Context: an optimization exercise on an open-source flow, tuned for small area, a short achievable clock period and few clock cycles per item. The choices shown serve that exercise and are no tape-out recipe. RTL that was checked went through simulation tests only; none was proved equivalent to the original. Function not checked in run 4: the RTL went through the layout flow alone. Power and IR drop assume default switching activity.

==> design/flow/design.v <==
module rafter_sweep (
    input  wire         clk,
    input  wire         rst,
    input  wire         in_valid,
    output reg          in_ready,
    input  wire         first_pass,    
    input  wire         present,       
    input  wire [9:0]   p_i,           
    input  wire [15:0]  p_a,           
    input  wire [2:0]   p_h,           
    input  wire [31:0]  p_t,           
    input  wire [9:0]   ipeak,
    input  wire [31:0]  hold,
    input  wire [9:0]   decay,
    input  wire [3:0]   edge_count,    
    input  wire [63:0]  e_d,           
    input  wire [63:0]  e_a,           
    input  wire [63:0]  e_mask,        
    input  wire [87:0]  e_speed,       
    input  wire [79:0]  s_i,           
    input  wire [127:0] s_a,           
    input  wire [23:0]  s_h,           
    output reg          out_valid,
    input  wire         out_ready,
    output wire [9:0]   q_i,
    output wire [15:0]  q_a,
    output wire [2:0]   q_h,
    output wire [31:0]  q_t,
    output wire         refreshed
);
    function automatic gt10(input [9:0] a, input [9:0] b);
        integer i;
        reg     cy;
        begin
            cy = 1'b0;
            for (i = 0; i < 10; i = i + 1)
                cy = (a[i] & ~b[i]) | ((a[i] | ~b[i]) & cy);
            gt10 = cy;
        end
    endfunction
    wire [7:0]  pv_d;
    wire [79:0] c_d;
    wire [87:0] sa_lo_d;
    wire [7:0]  sa_hi_d;
    genvar g;
    generate
        for (g = 0; g < 8; g = g + 1) begin : edge_p
            wire [7:0]  a    = e_a[g*8 +: 8];
            wire [7:0]  mask = e_mask[g*8 +: 8];
            wire [9:0]  si   = s_i[g*10 +: 10];
            wire [2:0]  sh   = s_h[g*3 +: 3];
            wire [10:0] df   = {1'b0, si} - {3'b000, a};    
            assign pv_d[g]          = !present && (edge_count > g) && mask[sh] && !df[10];
            assign c_d[g*10 +: 10]  = df[9:0];
            assign sa_lo_d[g*11 +: 11] = s_a[g*16 +: 11];
            assign sa_hi_d[g]       = |s_a[g*16+11 +: 5];
        end
    endgenerate
    reg         v0;
    reg         r_first_pass, r_present;
    reg [9:0]   r_p_i;
    reg [15:0]  r_p_a;
    reg [2:0]   r_p_h;
    reg [31:0]  r_p_t;
    reg [9:0]   r_ipeak;
    reg [31:0]  r_hold;
    reg [9:0]   r_decay;
    reg [7:0]   r_pv;
    reg [79:0]  r_c;
    reg [63:0]  r_e_d;
    reg [87:0]  r_e_speed;
    reg [87:0]  r_s_a;         
    reg [7:0]   r_s_a_hi;      
    reg [23:0]  r_s_h;
    always @(posedge clk) begin
        v0           <= !rst && acc;
        r_first_pass <= first_pass;
        r_present    <= present;
        r_p_i        <= p_i;
        r_p_a        <= p_a;
        r_p_h        <= p_h;
        r_p_t        <= p_t;
        r_ipeak      <= ipeak;
        r_hold       <= hold;
        r_decay      <= decay;
        r_pv         <= pv_d;
        r_c          <= c_d;
        r_e_d        <= e_d;
        r_e_speed    <= e_speed;
        r_s_a        <= sa_lo_d;
        r_s_a_hi     <= sa_hi_d;
        r_s_h        <= s_h;
    end
    wire        inj     = r_first_pass && r_present && (r_p_i < r_ipeak);
    wire        t_zero  = (r_p_t == 32'd0);
    wire        do_dec  = r_first_pass && !r_present && !t_zero;
    wire        do_fade = r_first_pass && !r_present && t_zero;
    wire [9:0]  faded   = (r_p_i > r_decay) ? r_p_i - r_decay : 10'd0;
    wire [9:0]  i0      = inj ? r_ipeak : (do_fade ? faded : r_p_i);
    wire        h_clr   = do_fade && (faded == 10'd0);
    wire        t_hold0 = r_first_pass && r_present;
    wire [31:0] t0      = r_p_t - {31'd0, do_dec};
    wire [7:0]  v;
    wire [9:0]  c  [0:7];
    wire [2:0]  hh [0:7];
    generate
        for (g = 0; g < 8; g = g + 1) begin : edge_q
            wire        d_ok;
            rs_dcmp u_dcmp (
                .d   (r_e_d[g*8 +: 8]),
                .spd (r_e_speed[g*11 +: 11]),
                .sa  (r_s_a[g*11 +: 11]),
                .sa_hi (r_s_a_hi[g]),
                .ok  (d_ok)
            );
            assign v[g]  = r_pv[g] && d_ok && (r_c[g*10 +: 10] != 10'd0);
            assign c[g]  = r_c[g*10 +: 10];
            assign hh[g] = r_s_h[g*3 +: 3];
        end
    endgenerate
    wire [7:0] w;
    generate
        for (g = 0; g < 8; g = g + 1) begin : win
            wire [7:0] beat;
            genvar k;
            for (k = 0; k < 8; k = k + 1) begin : vs
                if (k < g)
                    assign beat[k] = !v[k] || gt10(c[g], c[k]);
                else if (k > g)
                    assign beat[k] = !v[k] || !gt10(c[k], c[g]);
                else
                    assign beat[k] = v[g];
            end
            assign w[g] = &beat;
        end
    endgenerate
    reg [9:0] mc;
    reg [2:0] mh;
    integer   j;
    always @(*) begin
        mc = 10'd0;
        mh = 3'd0;
        for (j = 0; j < 8; j = j + 1) begin
            mc = mc | ({10{w[j]}} & c[j]);
            mh = mh | ({3{w[j]}} & hh[j]);
        end
    end
    wire mv = |v;
    wire take = mv && gt10(mc, i0);
    wire sust = mv && !gt10(i0, mc);
    wire [61:0] res = {
        take ? mc : i0,
        (take || inj) ? 16'd0 : r_p_a,
        take ? mh : (h_clr ? 3'd0 : r_p_h),
        (sust || t_hold0) ? r_hold : t0,
        take || inj
    };
    reg [61:0] hd, s1, s2;
    reg [1:0]  cnt;
    wire       vq     = (cnt != 2'd0);                  
    wire       rdy    = !((cnt == 2'd3) || (cnt == 2'd2 && v0));   
    wire       deliver = vq && out_ready;
    wire       acc    = in_valid && rdy;
    wire [2:0] base   = {1'b0, cnt} + {2'd0, v0};
    wire [1:0] cnt_d  = base[1:0] - 2'd1;
    wire [1:0] cnt_n  = deliver ? cnt_d : base[1:0];
    wire       val_n  = deliver ? (base >= 3'd2) : (base != 3'd0);
    wire       rdy_d  = !acc || (base <= 3'd2);
    wire       rdy_k  = acc ? (base <= 3'd1) : (base <= 3'd2);
    wire       rdy_n  = deliver ? rdy_d : rdy_k;
    always @(posedge clk) begin
        if (!vq || out_ready)               hd <= (cnt >= 2'd2) ? s1 : res;
        if (out_ready || cnt <= 2'd1)       s1 <= (cnt == 2'd3) ? s2 : res;
        if (out_ready || cnt <= 2'd2)       s2 <= res;
    end
    always @(posedge clk) begin
        if (rst) begin
            cnt       <= 2'd0;
            out_valid <= 1'b0;
            in_ready  <= 1'b1;
        end else begin
            cnt       <= cnt_n;
            out_valid <= val_n;
            in_ready  <= rdy_n;
        end
    end
    assign {q_i, q_a, q_h, q_t, refreshed} = hd;
endmodule
module rs_dcmp (
    input  wire [7:0]  d,
    input  wire [10:0] spd,
    input  wire [10:0] sa,       
    input  wire        sa_hi,    
    output wire        ok
);
    wire [87:0] pn;
    genvar i, j;
    generate
        for (i = 0; i < 8; i = i + 1) begin : pr
            for (j = 0; j < 11; j = j + 1) begin : pc
                assign pn[i*11+j] = ~(d[i] & spd[j]);
            end
        end
    endgenerate
    wire w1, w2;
    rs_fa  uw1 (.a(pn[6]), .b(pn[16]), .c(1'b1), .s(w1), .co(w2));
    wire w3, w4;
    rs_fa  uw3 (.a(pn[7]), .b(pn[17]), .c(pn[27]), .s(w3), .co(w4));
    wire w5, w6;
    rs_fa  uw5 (.a(pn[37]), .b(pn[47]), .c(1'b1), .s(w5), .co(w6));
    wire w7, w8;
    rs_fa  uw7 (.a(pn[8]), .b(pn[18]), .c(pn[28]), .s(w7), .co(w8));
    wire w9, w10;
    rs_fa  uw9 (.a(pn[38]), .b(pn[48]), .c(pn[58]), .s(w9), .co(w10));
    wire w11, w12;
    rs_fa  uw11 (.a(pn[68]), .b(pn[78]), .c(1'b1), .s(w11), .co(w12));
    wire w13, w14;
    rs_fa  uw13 (.a(pn[9]), .b(pn[19]), .c(pn[29]), .s(w13), .co(w14));
    wire w15, w16;
    rs_fa  uw15 (.a(pn[39]), .b(pn[49]), .c(pn[59]), .s(w15), .co(w16));
    wire w17, w18;
    rs_fa  uw17 (.a(pn[69]), .b(pn[79]), .c(sa[1]), .s(w17), .co(w18));
    wire w19, w20;
    rs_fa  uw19 (.a(pn[10]), .b(pn[20]), .c(pn[30]), .s(w19), .co(w20));
    wire w21, w22;
    rs_fa  uw21 (.a(pn[40]), .b(pn[50]), .c(pn[60]), .s(w21), .co(w22));
    wire w23, w24;
    rs_fa  uw23 (.a(pn[70]), .b(pn[80]), .c(sa[2]), .s(w23), .co(w24));
    wire w25, w26;
    rs_fa  uw25 (.a(pn[21]), .b(pn[31]), .c(pn[41]), .s(w25), .co(w26));
    wire w27, w28;
    rs_fa  uw27 (.a(pn[51]), .b(pn[61]), .c(pn[71]), .s(w27), .co(w28));
    wire w29, w30;
    rs_fa  uw29 (.a(pn[81]), .b(sa[3]), .c(1'b1), .s(w29), .co(w30));
    wire w31, w32;
    rs_fa  uw31 (.a(pn[32]), .b(pn[42]), .c(pn[52]), .s(w31), .co(w32));
    wire w33, w34;
    rs_fa  uw33 (.a(pn[62]), .b(pn[72]), .c(pn[82]), .s(w33), .co(w34));
    wire w35, w36;
    rs_fa  uw35 (.a(pn[43]), .b(pn[53]), .c(pn[63]), .s(w35), .co(w36));
    wire w37, w38;
    rs_fa  uw37 (.a(pn[4]), .b(pn[14]), .c(1'b1), .s(w37), .co(w38));
    wire w39, w40;
    rs_fa  uw39 (.a(pn[5]), .b(pn[15]), .c(pn[25]), .s(w39), .co(w40));
    wire w41, w42;
    rs_fa  uw41 (.a(pn[35]), .b(pn[45]), .c(1'b1), .s(w41), .co(w42));
    wire w43, w44;
    rs_fa  uw43 (.a(w1), .b(pn[26]), .c(pn[36]), .s(w43), .co(w44));
    wire w45, w46;
    rs_fa  uw45 (.a(pn[46]), .b(pn[56]), .c(pn[66]), .s(w45), .co(w46));
    wire w47, w48;
    rs_fa  uw47 (.a(w2), .b(w3), .c(w5), .s(w47), .co(w48));
    wire w49, w50;
    rs_fa  uw49 (.a(pn[57]), .b(pn[67]), .c(pn[77]), .s(w49), .co(w50));
    wire w51, w52;
    rs_fa  uw51 (.a(w4), .b(w6), .c(w7), .s(w51), .co(w52));
    wire w53, w54;
    rs_fa  uw53 (.a(w9), .b(w11), .c(sa[0]), .s(w53), .co(w54));
    wire w55, w56;
    rs_fa  uw55 (.a(w8), .b(w10), .c(w12), .s(w55), .co(w56));
    wire w57, w58;
    rs_fa  uw57 (.a(w13), .b(w15), .c(w17), .s(w57), .co(w58));
    wire w59, w60;
    rs_fa  uw59 (.a(w14), .b(w16), .c(w18), .s(w59), .co(w60));
    wire w61, w62;
    rs_fa  uw61 (.a(w19), .b(w21), .c(w23), .s(w61), .co(w62));
    wire w63, w64;
    rs_fa  uw63 (.a(w20), .b(w22), .c(w24), .s(w63), .co(w64));
    wire w65, w66;
    rs_fa  uw65 (.a(w25), .b(w27), .c(w29), .s(w65), .co(w66));
    wire w67, w68;
    rs_fa  uw67 (.a(w26), .b(w28), .c(w30), .s(w67), .co(w68));
    wire w69, w70;
    rs_fa  uw69 (.a(w31), .b(w33), .c(sa[4]), .s(w69), .co(w70));
    wire w71, w72;
    rs_fa  uw71 (.a(w32), .b(w34), .c(w35), .s(w71), .co(w72));
    wire w73, w74;
    rs_fa  uw73 (.a(pn[73]), .b(pn[83]), .c(sa[5]), .s(w73), .co(w74));
    wire w75, w76;
    rs_fa  uw75 (.a(w36), .b(pn[54]), .c(pn[64]), .s(w75), .co(w76));
    wire w77, w78;
    rs_fa  uw77 (.a(pn[74]), .b(pn[84]), .c(sa[6]), .s(w77), .co(w78));
    wire w79, w80;
    rs_fa  uw79 (.a(pn[65]), .b(pn[75]), .c(pn[85]), .s(w79), .co(w80));
    wire w81, w82;
    rs_fa  uw81 (.a(pn[3]), .b(pn[13]), .c(1'b1), .s(w81), .co(w82));
    wire w83, w84;
    rs_fa  uw83 (.a(w37), .b(pn[24]), .c(pn[34]), .s(w83), .co(w84));
    wire w85, w86;
    rs_fa  uw85 (.a(w38), .b(w39), .c(w41), .s(w85), .co(w86));
    wire w87, w88;
    rs_fa  uw87 (.a(w40), .b(w42), .c(w43), .s(w87), .co(w88));
    wire w89, w90;
    rs_fa  uw89 (.a(w44), .b(w46), .c(w47), .s(w89), .co(w90));
    wire w91, w92;
    rs_fa  uw91 (.a(w48), .b(w50), .c(w51), .s(w91), .co(w92));
    wire w93, w94;
    rs_fa  uw93 (.a(w52), .b(w54), .c(w55), .s(w93), .co(w94));
    wire w95, w96;
    rs_fa  uw95 (.a(w56), .b(w58), .c(w59), .s(w95), .co(w96));
    wire w97, w98;
    rs_fa  uw97 (.a(w60), .b(w62), .c(w63), .s(w97), .co(w98));
    wire w99, w100;
    rs_fa  uw99 (.a(w64), .b(w66), .c(w67), .s(w99), .co(w100));
    wire w101, w102;
    rs_fa  uw101 (.a(w68), .b(w70), .c(w71), .s(w101), .co(w102));
    wire w103, w104;
    rs_fa  uw103 (.a(w72), .b(w74), .c(w75), .s(w103), .co(w104));
    wire w105, w106;
    rs_fa  uw105 (.a(w76), .b(w78), .c(w79), .s(w105), .co(w106));
    wire w107, w108;
    rs_fa  uw107 (.a(w80), .b(pn[76]), .c(pn[86]), .s(w107), .co(w108));
    wire w109, w110;
    rs_fa  uw109 (.a(pn[2]), .b(pn[12]), .c(1'b1), .s(w109), .co(w110));
    wire w111, w112;
    rs_fa  uw111 (.a(w81), .b(pn[23]), .c(pn[33]), .s(w111), .co(w112));
    wire w113, w114;
    rs_fa  uw113 (.a(w82), .b(w83), .c(pn[44]), .s(w113), .co(w114));
    wire w115, w116;
    rs_fa  uw115 (.a(w84), .b(w85), .c(pn[55]), .s(w115), .co(w116));
    wire w117, w118;
    rs_fa  uw117 (.a(w86), .b(w87), .c(w45), .s(w117), .co(w118));
    wire w119, w120;
    rs_fa  uw119 (.a(w88), .b(w89), .c(w49), .s(w119), .co(w120));
    wire w121, w122;
    rs_fa  uw121 (.a(w90), .b(w91), .c(w53), .s(w121), .co(w122));
    wire w123, w124;
    rs_fa  uw123 (.a(w92), .b(w93), .c(w57), .s(w123), .co(w124));
    wire w125, w126;
    rs_fa  uw125 (.a(w94), .b(w95), .c(w61), .s(w125), .co(w126));
    wire w127, w128;
    rs_fa  uw127 (.a(w96), .b(w97), .c(w65), .s(w127), .co(w128));
    wire w129, w130;
    rs_fa  uw129 (.a(w98), .b(w99), .c(w69), .s(w129), .co(w130));
    wire w131, w132;
    rs_fa  uw131 (.a(w100), .b(w101), .c(w73), .s(w131), .co(w132));
    wire w133, w134;
    rs_fa  uw133 (.a(w102), .b(w103), .c(w77), .s(w133), .co(w134));
    wire w135, w136;
    rs_fa  uw135 (.a(w104), .b(w105), .c(sa[7]), .s(w135), .co(w136));
    wire w137, w138;
    rs_fa  uw137 (.a(w106), .b(w107), .c(sa[8]), .s(w137), .co(w138));
    wire w139, w140;
    rs_fa  uw139 (.a(w108), .b(pn[87]), .c(sa[9]), .s(w139), .co(w140));
    wire [19:0] r1n = {1'b1, w140, w138, w136, w134, w132, w130, w128, w126, w124, w122, w120, w118, w116, w114, w112, w110, w109, pn[1], pn[0]};
    wire [19:0] r2n = {1'b1, sa[10], w139, w137, w135, w133, w131, w129, w127, w125, w123, w121, w119, w117, w115, w113, w111, pn[22], pn[11], 1'b1};
    wire [18:0] gg = r1n[18:0] & r2n[18:0];
    wire [18:0] pp = r1n[18:0] | r2n[18:0];
    wire cg1 = gg[1] | (pp[1] & pp[0]);
    wire cg2 = gg[3] | (pp[3] & gg[2]);
    wire cp2 = pp[3] & pp[2];
    wire cg3 = cg2 | (cp2 & cg1);
    wire cg4 = gg[5] | (pp[5] & gg[4]);
    wire cp4 = pp[5] & pp[4];
    wire cg5 = gg[8] | (pp[8] & gg[7]);
    wire cp5 = pp[8] & pp[7];
    wire cg6 = cg5 | (cp5 & gg[6]);
    wire cp6 = cp5 & pp[6];
    wire cg7 = cg6 | (cp6 & cg4);
    wire cp7 = cp6 & cp4;
    wire cg8 = cg7 | (cp7 & cg3);
    wire cg9 = gg[10] | (pp[10] & gg[9]);
    wire cp9 = pp[10] & pp[9];
    wire cg10 = gg[13] | (pp[13] & gg[12]);
    wire cp10 = pp[13] & pp[12];
    wire cg11 = cg10 | (cp10 & gg[11]);
    wire cp11 = cp10 & pp[11];
    wire cg12 = cg11 | (cp11 & cg9);
    wire cp12 = cp11 & cp9;
    wire cg13 = gg[15] | (pp[15] & gg[14]);
    wire cp13 = pp[15] & pp[14];
    wire cg14 = gg[18] | (pp[18] & gg[17]);
    wire cp14 = pp[18] & pp[17];
    wire cg15 = cg14 | (cp14 & gg[16]);
    wire cp15 = cp14 & pp[16];
    wire cg16 = cg15 | (cp15 & cg13);
    wire cp16 = cp15 & cp13;
    wire cg17 = cg16 | (cp16 & cg12);
    wire cp17 = cp16 & cp12;
    wire cg18 = cg17 | (cp17 & cg8);
    wire u19 = r1n[19] ^ r2n[19] ^ cg18;
    assign ok = sa_hi | u19;
endmodule
module rs_fa (
    input  wire a, b, c,
    output wire s, co
);
    assign s  = a ^ b ^ c;
    assign co = (a & b) | (a & c) | (b & c);
endmodule
==> design/flow/flow/run.sh <==
#!/bin/bash
# The standard layout, with the port buffers made of the platform's
# smallest buffer (buf_1), and timing repair asked to leave 31 ns of setup
# slack at the design's 40 ns clock.
set -euo pipefail
export BUFFER_PORTS_ARGS="-buffer_cell sky130_fd_sc_hd__buf_1"
export SETUP_SLACK_MARGIN=31.0
export TNS_END_PERCENT=100
bash standard.sh > standard.log 2>&1
==> design/flow/standard.sh <==
#!/bin/bash
# synth_recipe.tcl (not shown) runs the flow's synth.tcl, then flattens the netlist and writes it again
# the make line also repeats each setting of config.mk as NAME=value (left out here)
make -C /OpenROAD-flow-scripts/flow DESIGN_CONFIG=/design/flow/config.mk WORK_HOME=/design/flow/orfs CLKGATE_MAP_FILE= SYNTH_SCRIPT=/design/flow/synth_recipe.tcl "${@:-finish}"
==> design/flow/config.mk <==
export PLATFORM = sky130hd
export DESIGN_NAME = rafter_sweep
export DESIGN_NICKNAME = rafter_sweep
export VERILOG_FILES = /design/flow/design.v
export SDC_FILE = /design/flow/constraint.sdc
export NUM_CORES = 4
export LEC_CHECK = 0
export CAP_MARGIN = 20
export CORE_MARGIN = 2
export CORE_UTILIZATION = 40
export SLEW_MARGIN = 20
export SYNTH_HIERARCHICAL = 1
export SYNTH_MINIMUM_KEEP_SIZE = 0
==> design/flow/constraint.sdc <==
create_clock -name core_clock -period 40.0 [get_ports {clk}]
set_input_delay 8.0000 -clock core_clock [delete_from_list [all_inputs] [get_ports {clk}]]
set_output_delay 8.0000 -clock core_clock [all_outputs]
set_load 0.01 [all_outputs]
==> flow_summary_export.csv, run 1 <==
group,metric,value,unit
outcome,outcome,"no timing/DRC/antenna violations",
worst_setup_path,worstPathRequired,40.57,ns
die,core-area,112000,um2
global_routing,track_usage,26.2,%
pwr,peakVddDrop,0.0437,mV
job,drv_cap,0,
global_routing,grt_pass1_vias,38000,
logic_synthesis,ys_seq_area_share,33.7,%
finish,syn2layout_area_growth,19.1,%
placement,gp_congestion,1.00,
logic_synthesis,synth_edf_count,186,
sta,max-slew-margin-rel,18.4,%
logic_synthesis,synthArstFlopShare,0,%
routing,first_pass_iters,6,
routing,wl_per_cell,22.7,um
sta,final.setup_skew,0.0644,ns
pwr,leakage,0.0204,uW
global_routing,gr-total-overflow,0,
die,placementRows,123,
routing,drt_iter0_markers,3120,
global_routing,grt_max_degree,77,
sta,tightest_slew,1.21,ns
routing,viasPerCell,5.51,
cts,cts_root_buffer,"clkbuf_16",
global_routing,grt.met3_usage,4.46,%
sta,rsz0062_at_grt,"yes",
worst_setup_path,arrival,9.86,ns
placement,dp.cells,6484,
cts,cts_buffers,80,
worst_setup_path,cp-end-kind,"register",
logic_synthesis,syn_area,45100,um2
pwr,pwr-share-clk,26.2,%
pwr,p_int,1760,uW
global_routing,grtUsageMet2,43.4,%
finish,final_common_cell,"nand2_1",
die,start_util,40.2,%
routing,drc_errors,0,
global_routing,grt_pass1_wl,230000,um
routing,wirelength,153000,um
die,ios,699,
finish,layout_common_cells,"912 x nand2_1, 616 x buf_1, 562 x fa_1",
die,die_area,116000,um2
pwr,power.density,53.5,nW/um2
placement,portBuffers,698,
placement,post-dp-hpwl,118000,um
routing,ant_nets,0,
finish,nNetsFinal,6443,
global_routing,grt-busiest-layer,"met2",
finish,num-fill-cells,10600,
finish,stdcell_area,53800,um2
global_routing,met1_usage,33.9,%
cts,clock_path_buffers,3,
sta,slew_viol_final,0,
pwr,p_sw,1110,uW
sta,fin_tns_setup,0,ns
sta,fin_crit,9.30,ns
sta,finalHoldViolCount,0,
worst_setup_path,path_class,"in -> reg",
routing,route.vias.total,37100,
pwr,seq_power_share,34.7,%
worst_setup_path,start_kind,"input port",
logic_synthesis,avgSynthCellArea,10.0,um2
sta,setup_viol,0,
sta,setup_ws,30.70,ns
pwr,power_frac_comb,39.1,%
cts,clkTransAtPathRegs,0.06,ns
logic_synthesis,synth-main-ff-cell,"dfxtp_1",
sta,fmax,0.108,GHz
placement,dpl_cell_area,49300,um2
hold_path,hp-class,"reg -> reg",
die,die_h,340,um
finish,stdcell_count,6726,
cts,cts_max_level,3,
logic_synthesis,ys_warn_count,7,
die,fp.dieW,340,um
logic_synthesis,synth_cell_type_count,93,
logic_synthesis,syn-instance-count,4496,
global_routing,grt_antenna_before_repair,17,
sta,finalCritPeriodShare,23.2,%
cts,tritoncts,"built",
pwr,swShare,38.8,%
logic_synthesis,ys_ff_latch,666,
cts,clock_latency,0.70,ns
finish,drive_gt1_share,12.3,%
cts,postCtsHoldBufs,0,
cts,cts_sinks,666,
placement,pre_cts_slack,29.68,ns
worst_setup_path,path_max_fanout,2,
pwr,power,2880,uW
==> routing by layer <==
metal,up-vias,share of wire [%],wire length [um]
li1,16700,-,-
met1,18300,40,61000
met2,1665,48,72700
met3,340,8.0,12200
met4,2,4.5,6890
met5,-,0.0085,13
==> modules after synthesis (local to each module, per instance) <==
module	flip-flops and latches	cells inside	cell area (um2)	copies in the design
rs_dcmp	0	146	644	8
rafter_sweep	666	2768	28800	1
rs_fa	0	1	20.0	560
==> cell families (layout without fill, tap and decap cells) <==
logic type / count (synthesis) / in the layout / synth area share, %
flops: 666 / 666 / 33.7
simple gates: 1573 / 1573 / 15.8
compound gates: 890 / 892 / 13.8
buf+inv: 516 / 1175 / 4.60
xor+xnor: 103 / 103 / 2.00
other cells: 8 / 77 / 0.0665
fa+ha+maj: 698 / 698 / 28.7
mux: 42 / 42 / 1.40
==> final timing paths <==
kind | startpoint | endpoint | slack, ns | depth (start not counted)
min | s2[22] | s1[22] | 0.52 | 2
max | s_i[0] | r_c[4] | 30.70 | 16
max reg2reg | r_e_speed[84] | hd[29] | 31.31 | 28
min reg2reg | s2[22] | s1[22] | 0.52 | 2
==> power by group through the flow <==
stage               Sequential, uW  Combinational (uW)  Clock, uW
floorplan                      922                 804          0
global placement              1000                1040          0
detailed placement            1000                1060          0
CTS                            992                1090        774
global route                  1010                1250        799
finish                         997                1130        753
==> timing repair <==
| item | CTS | global route |
|---|---|---|
| resized for setup | 152 | 218 |
| setup endpoints to repair | 270 | 275 |
| gates cloned | 1 | 1 |
| buffers inserted | 46 | 32 |
| pin swaps | 57 | 40 |
==> cells in the mapped netlist, drive strengths merged, types with 12 or more instances <==
cell type  instances  area share, %
a221oi            20           0.39
and3              14           0.19
a211oi            34           0.57
maj3              36           0.82
a31oi             43           0.61
o221ai            23           0.45
a22oi             68            1.1
nand2b            94            1.3
or4               12           0.20
nor3b             17           0.29
nor2             191            1.6
o31ai             78            1.3
o22ai             77            1.2
nor3             107            1.5
buf               78           0.96
ha                92            2.6
clkbuf           205            1.7
dfxtp            480             21
xnor2             34           0.66
inv              228            1.9
mux2i             17           0.38
nor2b             73            1.0
a2111oi           17           0.33
nand3             51           0.57
mux4              16           0.80
fa               570             25
nand2            923            7.7
o211ai            34           0.57
o21ai            141            1.6
a21o              68            1.1
a222oi            28           0.62
nor4              35           0.51
xor2              69            1.3
a21oi            142            1.6
edfxtp           186             12
==> registers in the layout, summed over array words and instances, names as in the netlist, 2 cells and up <==
register,count
r_e_speed,88
r_s_a,88
r_c,80
r_e_d,64
hd,62
s1,62
s2,62
r_hold,32
r_p_t,32
r_s_h,24
r_p_a,16
r_decay,10
r_ipeak,10
r_p_i,10
r_pv,8
r_s_a_hi,8
r_p_h,3
cnt,2
==> final cells by class <==
cell class	count	area (um2)	area share, %
clock buffer	110	2290	4.25
sequential	666	15300	28.5
antenna	13	32.5	0.0605
clock inverter	39	488	0.908
inverter	233	1010	1.89
multi-input combinational	3372	29000	53.9
tap	1500	1880	3.49
timing repair buffer	793	3760	6.99
==> stage by stage <==
step	hold slack, ns	utilization, %
finish	0.517	47.9
global placement	0.496	44.0
CTS	0.520	47.2
floorplan	0.488	-
global route	0.544	47.9
detailed placement	0.500	44.0
==> worst max-delay path, cell delays in order <==
cell	delay, ns
buf_8	0.11
inv_12	0.04
ha_4	0.15
fa_2	0.21
nor2b_1	0.04
o21ai_1	0.13
nand2b_1	0.09
buf_4	0.14
buf_4	0.12
buf_4	0.12
buf_4	0.12
buf_4	0.12
buf_6	0.10
buf_6	0.10
buf_6	0.11
xor2_2	0.17
Testbench counts, summed over its fixed seeds: cycles 20,496, items 20,480.
==> run 2: changes to the inputs <==
==> design/flow/flow/run.sh (replaced) <==
#!/bin/bash
# The standard layout, with the port buffers made of the platform's
# smallest buffer (buf_1), and timing repair asked to leave 30.5 ns of setup
# slack at the design's 40 ns clock.
set -euo pipefail
export BUFFER_PORTS_ARGS="-buffer_cell sky130_fd_sc_hd__buf_1"
export SETUP_SLACK_MARGIN=30.5
export TNS_END_PERCENT=100
bash standard.sh > standard.log 2>&1
==> run 2 against run 1 <==
Effect of this change:
- non-clock buffer count is 55 lower
- synthesized cell count stayed put
- sequential cell count stayed put
- die area stayed put
- critical path depth is 4 lower
- largest power group unchanged
==> flow_summary_export.csv, run 2 <==
group,metric,value,unit
logic_synthesis,yosysTopAreaCell,"fa_1",
finish,final_core_util,46.6,%
logic_synthesis,syn_area,45100,um2
logic_synthesis,syn-instance-count,4496,
logic_synthesis,avgSynthCellArea,10.0,um2
die,die_area,116000,um2
routing,wirelength,155000,um
sta,hold_ws,0.510,ns
worst_setup_path,path_class,"in -> reg",
pwr,leakage,0.0197,uW
finish,num-fill-cells,10700,
finish,ff_latch_area,15200,um2
hold_path,hp-class,"reg -> reg",
sta,fin_tns_setup,0,ns
hold_path,hold_depth,1,
cts,cts_root_buffer,"clkbuf_16",
finish,stdcell_area,52300,um2
placement,pre_cts_slack,29.78,ns
logic_synthesis,synth-simple-area-share,15.8,%
worst_setup_path,max_stage_delay,0.45,ns
sta,setup_ws,30.57,ns
worst_setup_path,start_kind,"input port",
logic_synthesis,synthTopCellsByArea,"fa_1 25%, dfxtp_1 21%, edfxtp_1 12%, nand2_1 7.7%, ha_1 2.6%",
die,start_util,40.2,%
cts,cts_max_level,3,
routing,viasPerCell,5.55,
pwr,power.density,54.3,nW/um2
sta,rsz0062_at_grt,"yes",
cts,postCtsHoldBufs,0,
placement,post-dp-hpwl,120000,um
routing,ant_nets,0,
die,ios,699,
cts,clock_path_buffers,3,
logic_synthesis,synth_fa_ha_area_share,28.7,%
finish,drive_gt1_share,7.06,%
routing,first_pass_iters,7,
job,drv_cap,0,
die,fp.dieW,340,um
global_routing,grt_antenna_before_repair,20,
die,placementRows,123,
logic_synthesis,synth_common_cells,"923 x nand2_1, 570 x fa_1, 480 x dfxtp_1",
logic_synthesis,synth_mux_area_share,1.40,%
worst_setup_path,crit_chain,"clkbuf_2 > inv_12 > ha_4 > fa_2 > nor2b_1 > o21ai_1 > nand2b_1 > a21o_1 > a21o_1 > a21o_1 > nand2_1 > a2111oi_0",
finish,final_common_cell,"nand2_1",
worst_setup_path,worstPathRequired,40.54,ns
sta,max-slew-margin-rel,30.0,%
sta,fin_crit,9.43,ns
global_routing,grt_pass1_vias,37900,
finish,layout_common_cells,"923 x nand2_1, 691 x buf_1, 562 x fa_1",
sta,setup_viol,0,
global_routing,track_usage,26.5,%
logic_synthesis,synth_cell_type_count,93,
global_routing,grt_pass1_wl,232000,um
sta,slew_viol_final,0,
die,core-area,112000,um2
routing,route.vias.total,37000,
logic_synthesis,synth_top_area_share,25.3,%
placement,dpl_cell_area,49400,um2
sta,fmax,0.106,GHz
worst_setup_path,path_max_fanout,2,
finish,top_regs,"r_e_speed x88, r_s_a x88, r_c x80",
sta,tightest_slew,1.05,ns
cts,cts_sinks,666,
cts,clkTransAtPathRegs,0.06,ns
worst_setup_path,cp-end-kind,"register",
logic_synthesis,ys_seq_area_share,33.7,%
routing,wl_per_cell,23.2,um
logic_synthesis,ys_warn_count,7,
routing,drc_errors,0,
finish,syn2layout_area_growth,15.9,%
logic_synthesis,synth_edf_count,186,
placement,gp_congestion,0.991,
logic_synthesis,synth-main-ff-cell,"dfxtp_1",
global_routing,gr-total-overflow,0,
cts,cts_buffers,79,
worst_setup_path,reg2reg_depth,29,
global_routing,grt_max_degree,87,
logic_synthesis,synth_most_common_cell,"nand2_1",
logic_synthesis,synth_compound_area_share,13.8,%
sta,finalHoldViolCount,0,
cts,tritoncts,"built",
logic_synthesis,synth_top_family_by_area,"adder cells",
finish,multi_input_area,28500,um2
sta,finalCritPeriodShare,23.6,%
worst_setup_path,crit_path_top_delay_cell,"a2111oi_0",
pwr,peakVddDrop,0.0378,mV
die,die_h,340,um
worst_setup_path,arrival,9.97,ns
finish,nNetsFinal,6386,
worst_setup_path,r2r_slack,30.93,ns
logic_synthesis,synthArstFlopShare,0,%
logic_synthesis,ys_ff_latch,666,
worst_setup_path,crit_top_cell,"a21o_1",
placement,portBuffers,698,
logic_synthesis,synthXorXnorAreaFrac,2.00,%
cts,clock_latency,0.72,ns
outcome,outcome,"no timing/DRC/antenna violations",
routing,drt_iter0_markers,2984,
sta,final.setup_skew,0.0573,ns
[run 2: cell counts after synthesis]
Identical to the previous run, type by type.
[run 2: cell type report]
| class | instances | area share [%] |
|---|---|---|
| timing repair buffer | 738 | 5.60 |
| sequential | 666 | 29.1 |
| inverter | 233 | 1.94 |
| clock inverter | 43 | 1.14 |
| clock buffer | 103 | 4.15 |
| antenna | 9 | 0.0431 |
| tap | 1500 | 3.59 |
| multi-input combinational | 3371 | 54.4 |
[run 2: worst paths after layout]
path,from,to
max,s_i[10],r_pv[1]
min,s1[61],hd[61]
max reg2reg,r_e_d[13],hd[19]
min reg2reg,s1[61],hd[61]
[run 2: per-layer routing]
metal	wire length, um	up-vias	GRT usage, %
met3	12800	367	5.99
met2	72100	1645	43.4
li1	-	16600	-
met1	62200	18300	33.7
met5	70	-	0
met4	7340	10	11.5
[run 2: kinds of logic (layout without fill, tap and decap cells)]
family,Yosys count,after routing
other cells,8,73
compound gates,890,891
simple gates,1573,1573
buf+inv,516,1117
fa+ha+maj,698,698
xor+xnor,103,103
flops,666,666
mux,42,42
[run 2: power by group]
part	switching [uW]	internal (uW)	total, uW
registers	138	853	992
clock network	317	439	756
logic	645	448	1090
total	1100	1740	2840
[run 2: repair_timing]
item	CTS	global route
endpoints found under the setup margin	58	174
pin swaps	0	2
buffers inserted	0	3
gates cloned	0	1
gates resized for setup	2	42
[run 2: worst max-delay path: cells and delay by family]
family / cells / cell delay (ns)
AOI/OAI and AO/OA: 5 / 0.94
adders and majority gates: 2 / 0.55
and+or+nand+nor: 3 / 0.28
buffers and inverters: 2 / 0.20
[run 2: per-module statistics from Yosys, one instance, submodules excluded]
module        copies in the design  cell area (um2)  flops+latches  cells inside
rafter_sweep                     1            28800            666          2768
rs_dcmp                          8              644              0           146
rs_fa                          560             20.0              0             1
[run 2: per-stage QoR]
stage	instances	total power, uW
2_1_floorplan	4552	1720
3_3_place_gp	6503	2060
3_5_place_dp	6504	2080
4_1_cts	6650	2840
5_1_grt	6660	3020
6_report	6663	2840
==> run 3: changes to the inputs <==
--- a/design/flow/config.mk
+++ b/design/flow/config.mk
@@ -10,2 +10,4 @@
 export CORE_UTILIZATION = 40
+export CTS_CLUSTER_DIAMETER = 200
+export CTS_CLUSTER_SIZE = 20
 export SLEW_MARGIN = 20
==> run 3 against run 2 <==
Effect of this change:
- routed wire length fell by 0.85%
- count of clock-buffer cells in the layout fell by 49
- final cell count fell by 1.3%
- largest cell class unchanged
- first-iteration DRC count fell by 7.6%
- still clean on timing, DRC and antenna
- sequential share of layout area rose by 0.95 points
- register-to-register slack barely moved
- sequential power barely moved
==> flow_summary_export.csv, run 3 <==
group,metric,value,unit
outcome,outcome,"no timing/DRC/antenna violations",
sta,fin_crit,9.45,ns
placement,pre_cts_slack,29.78,ns
finish,layout_common_cells,"923 x nand2_1, 691 x buf_1, 562 x fa_1",
worst_setup_path,worstPathRequired,40.52,ns
logic_synthesis,ys_warn_count,7,
logic_synthesis,yosysTopAreaCell,"fa_1",
cts,cts_max_level,2,
placement,portBuffers,698,
pwr,power,2510,uW
die,core-area,112000,um2
global_routing,grt_max_degree,87,
sta,fmax,0.106,GHz
finish,stdcell_area,50700,um2
hold_path,hp-class,"reg -> reg",
global_routing,grt_pass1_wl,231000,um
logic_synthesis,synth_cell_type_count,93,
worst_setup_path,start_kind,"input port",
logic_synthesis,synth_top_family_by_area,"adder cells",
routing,drt_iter0_markers,2757,
die,ios,699,
sta,slew_viol_final,0,
worst_setup_path,rr_endpoint,"hd[19]",
global_routing,gr-total-overflow,0,
logic_synthesis,synth-main-ff-cell,"dfxtp_1",
worst_setup_path,arrival,9.97,ns
cts,tritoncts,"built",
pwr,pwr-share-clk,17.0,%
sta,final.setup_skew,0.0447,ns
logic_synthesis,avgSynthCellArea,10.0,um2
cts,cts_sinks,666,
die,die_h,340,um
worst_setup_path,path_max_fanout,2,
finish,final_common_cell,"nand2_1",
die,die_area,116000,um2
worst_setup_path,cp-end-kind,"register",
placement,dpl_cell_area,49400,um2
logic_synthesis,synth_fa_ha_area_share,28.7,%
hold_path,hold_depth,2,
logic_synthesis,syn_area,45100,um2
job,drv_cap,0,
placement,post-dp-hpwl,120000,um
cts,clock_path_buffers,3,
finish,final_core_util,45.2,%
worst_setup_path,path_class,"in -> reg",
die,placementRows,123,
routing,drc_errors,0,
global_routing,grt_pass1_vias,37500,
sta,rsz0062_at_grt,"yes",
routing,route.vias.total,36400,
pwr,swShare,40.8,%
sta,fin_tns_setup,0,ns
worst_setup_path,r2r-start,"r_e_d[41]",
finish,syn2layout_area_growth,12.3,%
finish,num-fill-cells,10900,
pwr,p_sw,1020,uW
die,fp.dieW,340,um
logic_synthesis,synth_top_area_share,25.3,%
worst_setup_path,crit_chain,"buf_1 > inv_12 > ha_4 > fa_2 > nor2b_1 > o21ai_1 > nand2b_1 > a21o_1 > a21o_1 > a21o_1 > nand2_1 > a2111oi_0",
logic_synthesis,synth-simple-area-share,15.8,%
finish,nNetsFinal,6347,
sta,max-slew-margin-rel,29.2,%
worst_setup_path,crit_top_cell,"a21o_1",
worst_setup_path,crit_path_top_delay_cell,"fa_2",
pwr,leakage,0.0189,uW
logic_synthesis,synth_common_cells,"923 x nand2_1, 570 x fa_1, 480 x dfxtp_1",
pwr,power_frac_comb,43.5,%
logic_synthesis,synth_compound_area_share,13.8,%
sta,finalCritPeriodShare,23.6,%
hold_path,hold_end,"s1[52]",
logic_synthesis,ys_seq_area_share,33.7,%
worst_setup_path,reg2reg_depth,29,
worst_setup_path,r2r_slack,30.94,ns
placement,gp_congestion,0.991,
logic_synthesis,synthTopCellsByArea,"fa_1 25%, dfxtp_1 21%, edfxtp_1 12%, nand2_1 7.7%, ha_1 2.6%",
global_routing,track_usage,26.2,%
pwr,p_int,1480,uW
routing,first_pass_iters,8,
global_routing,grt_antenna_before_repair,19,
cts,cts_buffers,39,
logic_synthesis,synthXorXnorAreaFrac,2.00,%
die,start_util,40.2,%
finish,top_regs,"r_e_speed x88, r_s_a x88, r_c x80",
logic_synthesis,synth_edf_count,186,
sta,tightest_slew,1.06,ns
routing,viasPerCell,5.54,
cts,clkTransAtPathRegs,0.11,ns
sta,setup_viol,0,
routing,wl_per_cell,23.3,um
logic_synthesis,synth_most_common_cell,"nand2_1",
logic_synthesis,ys_ff_latch,666,
sta,setup_ws,30.55,ns
sta,finalHoldViolCount,0,
logic_synthesis,syn-instance-count,4496,
cts,cts_root_buffer,"clkbuf_16",
worst_setup_path,max_stage_delay,0.40,ns
pwr,power.density,49.4,nW/um2
finish,drive_gt1_share,5.68,%
cts,postCtsHoldBufs,0,
cts,clock_latency,0.65,ns
pwr,seq_power_share,39.5,%
logic_synthesis,synth_mux_area_share,1.40,%
hold_path,hp-start,"s2[52]",
routing,wirelength,153000,um
pwr,peakVddDrop,0.0332,mV
routing,ant_nets,0,
logic_synthesis,synthArstFlopShare,0,%
-- run 3: changes by cell type in the layout (fill, tap and decap cells not counted), moves of 4 or more --
| cell | delta |
|---|---|
| clkbuf_16 | -43 |
| dfxtp_2 | +9 |
| clkinv_4 | -4 |
| dfxtp_1 | -9 |
| clkbuf_2 | -4 |
| clkbuf_8 | -4 |
| inv_6 | -6 |
| bufinv_16 | -7 |
| clkinvlp_4 | -5 |
| clkinv_16 | -4 |
| clkinv_2 | -11 |
-- run 3: logic make-up (layout without fill, tap and decap cells) --
| kind of cell | after synthesis | after routing |
|---|---|---|
| AO/OA/AOI/OAI | 890 | 891 |
| XOR/XNOR | 103 | 103 |
| adder cells (fa/ha/maj) | 698 | 698 |
| buffers and inverters | 516 | 1030 |
| flip-flops | 666 | 666 |
| multiplexers | 42 | 42 |
| other | 8 | 73 |
| AND/OR/NAND/NOR | 1573 | 1573 |
-- run 3: worst max path at each step --
stage	startpoint	endpoint	slack, ns	cells past startpoint
final	s_i[30]	r_pv[3]	30.55	12
after global routing	r_e_d[62]	hd[19]	30.49	28
after CTS	s_i[40]	r_pv[4]	30.53	13
after detailed placement	s_i[70]	r_pv[7]	29.78	12
after global placement	s_i[70]	r_pv[7]	29.81	12
after floorplan	out_ready	s2[0]	29.72	1
-- run 3: per-module statistics from Yosys, one instance, submodules excluded --
module / times used / flops+latches / cell area [um2]
rafter_sweep: 1 / 666 / 28800
rs_dcmp: 8 / 0 / 644
rs_fa: 560 / 0 / 20.0
-- run 3: worst max-delay path: cells and delay by family --
| kind | cells | cell delay (ns) |
|---|---|---|
| simple gates | 3 | 0.29 |
| buf+inv | 2 | 0.29 |
| fa+ha+maj | 2 | 0.56 |
| compound gates | 5 | 0.81 |
-- run 3: routing by layer --
| layer | share of wire [%] | GRT usage, % | vias up |
|---|---|---|---|
| met4 | 4.4 | 10.4 | 12 |
| met5 | 0.044 | 0 | - |
| met2 | 47 | 43.3 | 1539 |
| met1 | 41 | 33.8 | 18100 |
| met3 | 7.8 | 5.32 | 314 |
| li1 | - | - | 16500 |
-- run 3: layout make-up --
type | instances | area (um2) | area share [%]
clock buffers | 54 | 1030 | 2.04
clock inverters | 4 | 86.3 | 0.170
repair buffers | 739 | 2940 | 5.81
multi-input cells | 3371 | 28500 | 56.2
inverters | 233 | 1010 | 2.00
well taps | 1500 | 1880 | 3.70
flip-flops and latches | 666 | 15200 | 30.1
diodes | 9 | 22.5 | 0.0444
-- run 3: repair_timing --
action | 4_1_cts | 5_1_grt
setup buffers | 0 | 4
gates resized for setup | 4 | 54
pin swaps | 0 | 5
endpoints found under the setup margin | 95 | 170
cloned | 0 | 1
-- run 3: metrics by stage --
| stage | hold slack (ns) | std cells |
|---|---|---|
| 2_1_floorplan | 0.488 | 4552 |
| 3_5_place_dp | 0.508 | 6504 |
| 4_1_cts | 0.498 | 6562 |
| 5_1_grt | 0.535 | 6573 |
| 6_report | 0.520 | 6576 |
| 3_3_place_gp | 0.497 | 6503 |
-- run 3: power groups by stage --
| stage | clock network, uW | logic, uW | registers [uW] |
|---|---|---|---|
| floorplan | 0 | 803 | 922 |
| global placement | 0 | 1060 | 999 |
| detailed placement | 0 | 1080 | 1000 |
| CTS | 445 | 1080 | 985 |
| global route | 465 | 1220 | 1000 |
| finish | 426 | 1090 | 990 |
==> run 4: changes to the inputs <==
--- a/design/flow/design.v
+++ b/design/flow/design.v
@@ -58,11 +58,17 @@
     endgenerate
+    wire        inj_d   = first_pass && present && (p_i < ipeak);
+    wire        t_zero  = (p_t == 32'd0);
+    wire        do_dec  = first_pass && !present && !t_zero;
+    wire        do_fade = first_pass && !present && t_zero;
+    wire [9:0]  faded   = (p_i > decay) ? p_i - decay : 10'd0;
+    wire [9:0]  i0_d    = inj_d ? ipeak : (do_fade ? faded : p_i);
+    wire [2:0]  h0_d    = (do_fade && faded == 10'd0) ? 3'd0 : p_h;
+    wire [31:0] t0_d    = p_t - {31'd0, do_dec};
     reg         v0;
-    reg         r_first_pass, r_present;
-    reg [9:0]   r_p_i;
+    reg         r_inj, r_t_hold0;
+    reg [9:0]   r_i0;
     reg [15:0]  r_p_a;
-    reg [2:0]   r_p_h;
-    reg [31:0]  r_p_t;
-    reg [9:0]   r_ipeak;
+    reg [2:0]   r_h0;
+    reg [31:0]  r_t0;
     reg [31:0]  r_hold;
-    reg [9:0]   r_decay;
     reg [7:0]   r_pv;
@@ -76,11 +82,9 @@
         v0           <= !rst && acc;
-        r_first_pass <= first_pass;
-        r_present    <= present;
-        r_p_i        <= p_i;
+        r_inj        <= inj_d;
+        r_t_hold0    <= first_pass && present;
+        r_i0         <= i0_d;
         r_p_a        <= p_a;
-        r_p_h        <= p_h;
-        r_p_t        <= p_t;
-        r_ipeak      <= ipeak;
+        r_h0         <= h0_d;
+        r_t0         <= t0_d;
         r_hold       <= hold;
-        r_decay      <= decay;
         r_pv         <= pv_d;
@@ -93,11 +97,5 @@
     end
-    wire        inj     = r_first_pass && r_present && (r_p_i < r_ipeak);
-    wire        t_zero  = (r_p_t == 32'd0);
-    wire        do_dec  = r_first_pass && !r_present && !t_zero;
-    wire        do_fade = r_first_pass && !r_present && t_zero;
-    wire [9:0]  faded   = (r_p_i > r_decay) ? r_p_i - r_decay : 10'd0;
-    wire [9:0]  i0      = inj ? r_ipeak : (do_fade ? faded : r_p_i);
-    wire        h_clr   = do_fade && (faded == 10'd0);
-    wire        t_hold0 = r_first_pass && r_present;
-    wire [31:0] t0      = r_p_t - {31'd0, do_dec};
+    wire        inj     = r_inj;
+    wire [9:0]  i0      = r_i0;
+    wire        t_hold0 = r_t_hold0;
     wire [7:0]  v;
@@ -153,4 +151,4 @@
         (take || inj) ? 16'd0 : r_p_a,
-        take ? mh : (h_clr ? 3'd0 : r_p_h),
-        (sust || t_hold0) ? r_hold : t0,
+        take ? mh : r_h0,
+        (sust || t_hold0) ? r_hold : r_t0,
         take || inj
--- a/design/flow/config.mk
+++ b/design/flow/config.mk
@@ -10,4 +10,2 @@
 export CORE_UTILIZATION = 40
-export CTS_CLUSTER_DIAMETER = 200
-export CTS_CLUSTER_SIZE = 20
 export SLEW_MARGIN = 20
==> run 4 against run 3 <==
Effect of this change:
- critical endpoint is now r_h0[1]
- register-to-register slack hardly changed
- critical path type unchanged
- count of clock-buffer cells in the layout is 43 higher
- still clean
- sequential power down 2.7%
==> flow_summary_export.csv, run 4 <==
group,metric,value,unit
pwr,p_sw,1070,uW
finish,layout_common_cells,"930 x nand2_1, 669 x buf_1, 561 x fa_1",
routing,route.vias.total,36200,
routing,ant_nets,0,
logic_synthesis,synth-main-ff-cell,"dfxtp_1",
worst_setup_path,r2r_slack,30.94,ns
sta,fin_tns_setup,0,ns
logic_synthesis,synth_mux_area_share,1.36,%
routing,wl_per_cell,21.9,um
die,ios,699,
pwr,peakVddDrop,0.0376,mV
global_routing,track_usage,25.4,%
cts,clock_latency,0.67,ns
die,die_area,114000,um2
sta,hold_ws,0.497,ns
global_routing,grt_pass1_wl,220000,um
cts,cts_max_level,3,
placement,dp.cells,6470,
logic_synthesis,syn_area,44500,um2
placement,gp_congestion,0.999,
logic_synthesis,synth_common_cells,"940 x nand2_1, 570 x fa_1, 460 x dfxtp_1",
placement,portBuffers,698,
logic_synthesis,synth_top_area_share,25.6,%
worst_setup_path,arrival,10.54,ns
worst_setup_path,max_stage_delay,0.44,ns
routing,drt_iter0_markers,2930,
logic_synthesis,yosysTopAreaCell,"fa_1",
worst_setup_path,crit_path_top_delay_cell,"or4_4",
die,start_util,40.3,%
logic_synthesis,syn-instance-count,4480,
pwr,pwr-share-clk,25.9,%
worst_setup_path,crit_top_cell,"a21oi_2",
sta,fin_crit,10.02,ns
sta,final.setup_skew,0.0392,ns
routing,viasPerCell,5.44,
logic_synthesis,synthArstFlopShare,0,%
logic_synthesis,synth_top_family_by_area,"adder cells",
worst_setup_path,cp-end-kind,"register",
die,placementRows,122,
pwr,leakage,0.0199,uW
finish,stdcell_count,6663,
global_routing,grt_max_degree,67,
sta,finalHoldViolCount,0,
finish,final_common_cell,"nand2_1",
pwr,p_int,1720,uW
sta,max-slew-margin-rel,22.2,%
pwr,seq_power_share,34.5,%
die,fp.dieW,338,um
logic_synthesis,synth_edf_count,186,
cts,tritoncts,"built",
logic_synthesis,avgSynthCellArea,9.93,um2
cts,cts_root_buffer,"clkbuf_16",
outcome,outcome,"no timing/DRC/antenna violations",
sta,slew_viol_final,0,
logic_synthesis,ys_seq_area_share,33.3,%
sta,finalCritPeriodShare,25.0,%
logic_synthesis,synth_most_common_cell,"nand2_1",
finish,drive_gt1_share,8.19,%
pwr,power.density,53.3,nW/um2
sta,fmax,0.0998,GHz
sta,tightest_slew,1.15,ns
worst_setup_path,path_max_fanout,3,
routing,wirelength,146000,um
finish,nNetsFinal,6390,
sta,setup_viol,0,
logic_synthesis,ys_warn_count,7,
logic_synthesis,synthTopCellsByArea,"fa_1 26%, dfxtp_1 21%, edfxtp_1 13%, nand2_1 7.9%, ha_1 2.6%",
die,die_h,338,um
logic_synthesis,synth_fa_ha_area_share,29.1,%
global_routing,grt_pass1_vias,37000,
global_routing,gr-total-overflow,0,
logic_synthesis,synthXorXnorAreaFrac,2.05,%
sta,rsz0062_at_grt,"yes",
logic_synthesis,synth_cell_type_count,92,
pwr,swShare,38.4,%
cts,cts_sinks,646,
pwr,power_frac_comb,39.6,%
worst_setup_path,critPathTopFamily,"simple AND/OR/NAND/NOR gates",
finish,syn2layout_area_growth,17.7,%
cts,postCtsHoldBufs,0,
placement,post-dp-hpwl,113000,um
logic_synthesis,synth-simple-area-share,15.8,%
logic_synthesis,ys_ff_latch,646,
die,core-area,111000,um2
cts,clock_path_buffers,3,
hold_path,hp-class,"reg -> reg",
job,drv_cap,0,
worst_setup_path,crit_buf_inv,4,
finish,num-fill-cells,10400,
cts,cts_buffers,74,
worst_setup_path,worstPathRequired,40.52,ns
global_routing,grt_antenna_before_repair,21,
logic_synthesis,synth_compound_area_share,13.6,%
worst_setup_path,crit_chain,"buf_12 > inv_12 > ha_4 > inv_4 > fa_2 > a21o_1 > a21oi_2 > o21bai_1 > a21oi_2 > buf_4 > xnor2_1 > or4_1 > or4_4 > a21oi_4 > nor2b_1",
routing,drc_errors,0,
cts,clkTransAtPathRegs,0.06,ns
worst_setup_path,start_kind,"input port",
worst_setup_path,path_class,"in -> reg",
routing,first_pass_iters,6,
finish,top_regs,"r_e_speed x88, r_s_a x88, r_c x80",
==> run 4: cell type report <==
type                            instances  area [um2]  share of cell area, %
Antenna cell                           21        52.6                  0.100
Clock buffer                           97        2080                   3.96
Clock inverter                         40         581                   1.11
Inverter                              253        1110                   2.12
Multi-Input combinational cell       3362       28700                   54.9
Sequential cell                       646       14800                   28.3
Tap cell                             1488        1860                   3.56
Timing Repair Buffer                  756        3160                   6.04
==> run 4: cell families after synthesis <==
logic type | after synthesis
multiplexers | 40
buffers and inverters | 531
flip-flops | 646
adder cells (fa/ha/maj) | 701
AO/OA/AOI/OAI | 857
other | 8
AND/OR/NAND/NOR | 1593
XOR/XNOR | 104
==> run 4: path summary, 6_finish.rpt <==
check | start | endpoint | depth (start not counted)
max reg2reg | r_e_d[9] | s1[42] | 25
max | p_i[0] | r_h0[1] | 15
min | s2[59] | s1[59] | 2
min reg2reg | s2[59] | s1[59] | 2
==> run 4: per-stage QoR <==
stage | worst slack (ns) | utilization (%) | cell area (um2) | total power, uW
5_1_grt | 29.93 | 47.4 | 52400 | 2980
4_1_cts | 30.02 | 47.0 | 51900 | 2790
3_5_place_dp | 29.08 | 44.2 | 48900 | 2050
2_1_floorplan | 29.62 | - | 45400 | 1710
6_report | 29.98 | 47.4 | 52400 | 2790
3_3_place_gp | 29.05 | 44.2 | 48900 | 2030
==> run 4: metal layers <==
metal  share of wire (%)  track usage, %  vias to the layer above
met5                   0               0                        -
met4                 6.1            15.2                        0
met3                 6.1            4.14                      376
met2                  48            42.1                     1465
met1                  39            31.2                    17900
li1                    -               -                    16500
==> run 4: Yosys stat by module, one instance, submodules excluded <==
module	times used	area, um2	flip-flops and latches	cells inside
rs_dcmp	8	644	0	146
rafter_sweep	1	28100	646	2752
rs_fa	560	20.0	0	1
==> run 4: power groups by stage <==
stage	combinational, uW	clock (uW)	sequential (uW)
4_1_cts	1090	744	960
2_1_floorplan	808	0	907
3_3_place_gp	1060	0	971
6_report	1100	724	963
5_1_grt	1240	765	976
3_5_place_dp	1080	0	973
==> run 4: tightest hold or removal path, stage by stage (launching register included) <==
cell      delay [ns]
edfxtp_1        0.32
nand2_1         0.04
o21ai_0         0.06
==> run 4: what timing repair did <==
action / 4_1_cts / 5_1_grt
gates resized for setup: 62 / 79
pin swaps: 31 / 35
setup buffers: 19 / 13
gates cloned: 1 / 2
endpoints found under the setup margin: 95 / 226
==> run 5: changes to the inputs <==
--- a/design/flow/design.v
+++ b/design/flow/design.v
@@ -58,17 +58,11 @@
     endgenerate
-    wire        inj_d   = first_pass && present && (p_i < ipeak);
-    wire        t_zero  = (p_t == 32'd0);
-    wire        do_dec  = first_pass && !present && !t_zero;
-    wire        do_fade = first_pass && !present && t_zero;
-    wire [9:0]  faded   = (p_i > decay) ? p_i - decay : 10'd0;
-    wire [9:0]  i0_d    = inj_d ? ipeak : (do_fade ? faded : p_i);
-    wire [2:0]  h0_d    = (do_fade && faded == 10'd0) ? 3'd0 : p_h;
-    wire [31:0] t0_d    = p_t - {31'd0, do_dec};
     reg         v0;
-    reg         r_inj, r_t_hold0;
-    reg [9:0]   r_i0;
+    reg         r_first_pass, r_present;
+    reg [9:0]   r_p_i;
     reg [15:0]  r_p_a;
-    reg [2:0]   r_h0;
-    reg [31:0]  r_t0;
+    reg [2:0]   r_p_h;
+    reg [31:0]  r_p_t;
+    reg [9:0]   r_ipeak;
     reg [31:0]  r_hold;
+    reg [9:0]   r_decay;
     reg [7:0]   r_pv;
@@ -82,9 +76,11 @@
         v0           <= !rst && acc;
-        r_inj        <= inj_d;
-        r_t_hold0    <= first_pass && present;
-        r_i0         <= i0_d;
+        r_first_pass <= first_pass;
+        r_present    <= present;
+        r_p_i        <= p_i;
         r_p_a        <= p_a;
-        r_h0         <= h0_d;
-        r_t0         <= t0_d;
+        r_p_h        <= p_h;
+        r_p_t        <= p_t;
+        r_ipeak      <= ipeak;
         r_hold       <= hold;
+        r_decay      <= decay;
         r_pv         <= pv_d;
@@ -97,5 +93,11 @@
     end
-    wire        inj     = r_inj;
-    wire [9:0]  i0      = r_i0;
-    wire        t_hold0 = r_t_hold0;
+    wire        inj     = r_first_pass && r_present && (r_p_i < r_ipeak);
+    wire        t_zero  = (r_p_t == 32'd0);
+    wire        do_dec  = r_first_pass && !r_present && !t_zero;
+    wire        do_fade = r_first_pass && !r_present && t_zero;
+    wire [9:0]  faded   = (r_p_i > r_decay) ? r_p_i - r_decay : 10'd0;
+    wire [9:0]  i0      = inj ? r_ipeak : (do_fade ? faded : r_p_i);
+    wire        h_clr   = do_fade && (faded == 10'd0);
+    wire        t_hold0 = r_first_pass && r_present;
+    wire [31:0] t0      = r_p_t - {31'd0, do_dec};
     wire [7:0]  v;
@@ -118,30 +120,37 @@
     endgenerate
-    wire [7:0] w;
+    wire [3:0] r1, m1v;
     generate
-        for (g = 0; g < 8; g = g + 1) begin : win
-            wire [7:0] beat;
-            genvar k;
-            for (k = 0; k < 8; k = k + 1) begin : vs
-                if (k < g)
-                    assign beat[k] = !v[k] || gt10(c[g], c[k]);
-                else if (k > g)
-                    assign beat[k] = !v[k] || !gt10(c[k], c[g]);
-                else
-                    assign beat[k] = v[g];
-            end
-            assign w[g] = &beat;
+        for (g = 0; g < 4; g = g + 1) begin : lvl1
+            assign r1[g]  = v[2*g+1] && (!v[2*g] || gt10(c[2*g+1], c[2*g]));
+            assign m1v[g] = v[2*g] || v[2*g+1];
         end
     endgenerate
-    reg [9:0] mc;
-    reg [2:0] mh;
-    integer   j;
-    always @(*) begin
-        mc = 10'd0;
-        mh = 3'd0;
-        for (j = 0; j < 8; j = j + 1) begin
-            mc = mc | ({10{w[j]}} & c[j]);
-            mh = mh | ({3{w[j]}} & hh[j]);
+    wire [9:0] m2c [0:1];
+    wire [2:0] m2h [0:1];
+    wire [1:0] m2v;
+    generate
+        for (g = 0; g < 2; g = g + 1) begin : lvl2
+            wire [3:0] x;
+            assign x[0] = gt10(c[4*g+2], c[4*g]);
+            assign x[1] = gt10(c[4*g+2], c[4*g+1]);
+            assign x[2] = gt10(c[4*g+3], c[4*g]);
+            assign x[3] = gt10(c[4*g+3], c[4*g+1]);
+            wire       gtr = x[{r1[2*g+1], r1[2*g]}];
+            wire       r2  = m1v[2*g+1] && (!m1v[2*g] || gtr);
+            wire [3:0] pk;
+            assign pk[0] = !r2 && !r1[2*g];
+            assign pk[1] = !r2 &&  r1[2*g];
+            assign pk[2] =  r2 && !r1[2*g+1];
+            assign pk[3] =  r2 &&  r1[2*g+1];
+            assign m2c[g] = ({10{pk[0]}} & c[4*g])   | ({10{pk[1]}} & c[4*g+1]) |
+                            ({10{pk[2]}} & c[4*g+2]) | ({10{pk[3]}} & c[4*g+3]);
+            assign m2h[g] = ({3{pk[0]}} & hh[4*g])   | ({3{pk[1]}} & hh[4*g+1]) |
+                            ({3{pk[2]}} & hh[4*g+2]) | ({3{pk[3]}} & hh[4*g+3]);
+            assign m2v[g] = m1v[2*g] || m1v[2*g+1];
         end
-    end
-    wire mv = |v;
+    endgenerate
+    wire       r3  = m2v[1] && (!m2v[0] || gt10(m2c[1], m2c[0]));
+    wire [9:0] mc  = r3 ? m2c[1] : m2c[0];
+    wire [2:0] mh  = r3 ? m2h[1] : m2h[0];
+    wire       mv  = m2v[0] || m2v[1];
     wire take = mv && gt10(mc, i0);
@@ -151,4 +160,4 @@
         (take || inj) ? 16'd0 : r_p_a,
-        take ? mh : r_h0,
-        (sust || t_hold0) ? r_hold : r_t0,
+        take ? mh : (h_clr ? 3'd0 : r_p_h),
+        (sust || t_hold0) ? r_hold : t0,
         take || inj
--- a/design/flow/config.mk
+++ b/design/flow/config.mk
@@ -9,3 +9,5 @@
 export CORE_MARGIN = 2
-export CORE_UTILIZATION = 40
+export CORE_UTILIZATION = 55
+export CTS_CLUSTER_DIAMETER = 200
+export CTS_CLUSTER_SIZE = 20
 export SLEW_MARGIN = 20
==> run 5 against run 4 <==
Effect of this change:
- sequential cell count is 20 higher
- core utilization is 15 points higher
- combinational power is 14% higher
- non-clock buffer count is 16 lower
- routed wire length is 14% lower
- final cell count is 11% lower
- sequential power is 2% higher
- hold slack better by 0.028 ns
- first-iteration DRC count is 13% lower
- via count is 6.8% lower
- critical path type unchanged
- critical endpoint is now r_pv[1]
- largest cell class unchanged
- largest power group unchanged
- highest routed layer is now met5
==> flow_summary_export.csv, run 5 <==
group,metric,value,unit
outcome,outcome,"no timing/DRC/antenna violations",
cts,clock_path_buffers,3,
sta,tightest_slew,1.04,ns
cts,cts_root_buffer,"clkbuf_16",
sta,finalHoldViolCount,0,
sta,max-slew-margin-rel,30.7,%
routing,drt-met1-wl,50100,um
sta,slew_viol_final,0,
die,die_area,81200,um2
logic_synthesis,synthArstFlopShare,0,%
worst_setup_path,path_max_fanout,2,
pwr,power_frac_comb,47.2,%
die,placementRows,103,
hold_path,hp-start,"s2[29]",
worst_setup_path,crit_start,"s_i[10]",
pwr,pwr-share-clk,15.8,%
logic_synthesis,synth_cell_type_count,87,
placement,portBuffers,698,
pwr,p_sw,1050,uW
global_routing,grt_pass1_vias,34700,
logic_synthesis,avgSynthCellArea,10.4,um2
worst_setup_path,worstPathRequired,40.49,ns
finish,final_common_cell,"nand2_1",
global_routing,gr-total-overflow,0,
routing,wl_per_cell,21.4,um
routing,wirelength,126000,um
cts,cts_buffers,39,
worst_setup_path,path_class,"in -> reg",
die,fp.dieW,285,um
routing,route.vias.total,33700,
finish,layout_common_cells,"917 x nand2_1, 689 x buf_1, 562 x fa_1",
logic_synthesis,synth_top_area_share,26.3,%
die,start_util,55.3,%
pwr,p_int,1600,uW
pwr,power.density,54.0,nW/um2
routing,dr_wl_met2,61400,um
worst_setup_path,r2r-start,"r_e_speed[30]",
logic_synthesis,synthTopCellsByArea,"fa_1 26%, dfxtp_1 22%, edfxtp_1 13%, nand2_1 7.9%, ha_1 2.7%",
logic_synthesis,ys_seq_area_share,35.0,%
global_routing,grt_antenna_before_repair,24,
pwr,peakVddDrop,0.0403,mV
routing,viasPerCell,5.72,
sta,rsz0062_at_grt,"yes",
cts,clock_latency,0.62,ns
finish,nNetsFinal,6105,
logic_synthesis,ys_ff_latch,666,
routing,drt_iter0_markers,2552,
logic_synthesis,synth_edf_count,186,
global_routing,track_usage,31.0,%
logic_synthesis,yosysTopAreaCell,"fa_1",
sta,fmax,0.105,GHz
die,ios,699,
placement,post-dp-hpwl,99000,um
logic_synthesis,synth_common_cells,"917 x nand2_1, 570 x fa_1, 480 x dfxtp_1",
cts,cts_sinks,666,
logic_synthesis,synth-main-ff-cell,"dfxtp_1",
routing,wl_met3,8560,um
hold_path,hp-class,"reg -> reg",
worst_setup_path,cp-end-kind,"register",
pwr,swShare,39.5,%
cts,tritoncts,"built",
sta,fin_tns_setup,0,ns
job,drv_cap,0,
cts,clkTransAtPathRegs,0.09,ns
sta,fin_crit,9.54,ns
logic_synthesis,syn_area,43400,um2
logic_synthesis,syn-instance-count,4175,
worst_setup_path,start_kind,"input port",
sta,setup_viol,0,
cts,postCtsHoldBufs,0,
sta,finalCritPeriodShare,23.9,%
placement,dpl_cell_area,47100,um2
finish,syn2layout_area_growth,13.1,%
pwr,seq_power_share,37.0,%
finish,top_regs,"r_e_speed x88, r_s_a x88, r_c x80",
routing,ant_nets,0,
die,die_h,285,um
pwr,power,2650,uW
cts,cts_max_level,2,
routing,drc_errors,0,
logic_synthesis,ys_warn_count,7,
sta,final.setup_skew,0.0340,ns
pwr,leakage,0.0188,uW
worst_setup_path,arrival,10.04,ns
global_routing,grt_pass1_wl,195000,um
finish,stdcell_area,49100,um2
finish,drive_gt1_share,7.03,%
logic_synthesis,synth_most_common_cell,"nand2_1",
routing,highest_layer,"met5",
global_routing,grt_max_degree,79,
die,core-area,78500,um2
routing,first_pass_iters,6,
placement,gp_congestion,0.964,
run 5: cell types whose count changed in the layout (fill, tap and decap cells not counted), moves of 37 or more:
cell      previous run  this run
o22ai_1             75        38
nand2b_1           123        67
nor2_1             219       142
dfxtp_1            459       408
o31ai_1             44         4
mux2i_1             19        62
a31oi_1            100        40
o21ai_0             80       126
a22oi_1             58        18
dfxtp_2              1        61
run 5: critical path, stage by stage:
cell,delay (ns)
buf_2,0.17
inv_12,0.04
ha_4,0.17
fa_2,0.39
nor2b_1,0.12
o21ai_1,0.08
nand2b_1,0.11
a21o_1,0.12
a21o_1,0.21
a21o_1,0.14
nand2_1,0.08
a2111oi_2,0.39
run 5: metal layers:
| metal | global-route usage [%] | vias up |
|---|---|---|
| met5 | 0 | - |
| met4 | 13.4 | 6 |
| met3 | 4.28 | 276 |
| met2 | 52.0 | 1388 |
| met1 | 40.5 | 16700 |
| li1 | - | 15400 |
run 5: kinds of logic after synthesis:
kind of cell | synth area share [%]
simple gates | 14.4
compound gates | 11.5
fa+ha+maj | 29.6
flops | 35.0
buf+inv | 4.19
mux | 3.16
xor+xnor | 2.04
other cells | 0.0692
run 5: layout make-up:
class,count,area [um2]
Fill cell,6726,29400
Multi-Input combinational cell,3123,27200
Sequential cell,666,15300
Timing Repair Buffer,740,3050
Tap cell,1050,1310
Clock buffer,54,1030
Inverter,238,1020
Clock inverter,4,96.3
Antenna cell,22,55.1
run 5: per-stage QoR:
| stage | hold WS [ns] | worst slack, ns | instances | utilization, % |
|---|---|---|---|---|
| 4_1_cts | 0.528 | 30.39 | 5856 | 61.8 |
| 2_1_floorplan | 0.496 | 29.72 | 4231 | - |
| 3_3_place_gp | 0.498 | 28.60 | 5782 | 60.1 |
| 3_5_place_dp | 0.507 | 28.38 | 5782 | 60.1 |
| 6_report | 0.525 | 30.46 | 5897 | 62.5 |
| 5_1_grt | 0.547 | 30.39 | 5891 | 62.5 |
run 5: path summary, 6_finish.rpt:
path / to / slack (ns) / depth (start not counted)
max reg2reg: hd[13] / 30.86 / 29
max: r_pv[1] / 30.46 / 12
min: s1[29] / 0.53 / 2
min reg2reg: s1[29] / 0.53 / 2
run 5: Yosys stat by module (local to each module, per instance):
| module | area (um2) | flops+latches |
|---|---|---|
| rs_dcmp | 673 | 0 |
| rs_fa | 20.0 | 0 |
| rafter_sweep | 26800 | 666 |
run 5: power by group through the flow:
stage | sequential, uW | combinational (uW) | clock, uW
after floorplan | 958 | 878 | 0
after detailed placement | 993 | 1160 | 0
after CTS | 978 | 1190 | 430
after global placement | 990 | 1140 | 0
final | 981 | 1250 | 419
after global routing | 994 | 1390 | 453
run 5: what timing repair did:
item / CTS / global route
pin swaps: 9 / 13
gates cloned: 2 / 7
resized for setup: 39 / 120
setup buffers: 14 / 12
setup endpoints to repair: 193 / 195
Testbench counts of run 5, summed over its fixed seeds: cycles 20,496, items 20,480.

[port drivers added, routing unchanged]
In the flow no input, the clock included, has a driving cell. The finished layouts below were timed again as built, in two steps.
Step 1 assumes that a clkbuf_16 drives the clock port and a buf_2 every other input.
Step 2 moves the port delays by t, midway between the first and last clock arrival at a register: inputs arrive t later, outputs are due t later. That takes back most of the time a late clock gives input paths.
a / b / c = no drivers / after step 1 / after step 2; a / b = the first two.
run | shift t [ns] | setup WS [ns] | worst setup path at the end | clock arrival spread, ns | worst register clock-pin slew, ns
run 1 | 0.748 | 30.703 / 30.639 / 29.990 | input to register | 0.071 / 0.071 | 0.07 / 0.07
run 2 | 0.768 | 30.575 / 30.618 / 29.860 | input to register | 0.059 / 0.059 | 0.07 / 0.07
run 3 | 0.707 | 30.545 / 30.602 / 29.895 | input to register | 0.052 / 0.052 | 0.11 / 0.11
run 4 | 0.723 | 29.983 / 30.003 / 29.280 | input to register | 0.041 / 0.040 | 0.07 / 0.07
run 5 | 0.671 | 30.458 / 30.487 / 29.816 | input to register | 0.035 / 0.035 | 0.09 / 0.09
After both steps setup and hold are still met in every run listed. The setup slack of run 2, which loses most, moves by +0.043 ns with the drivers and by -0.715 ns with both steps.
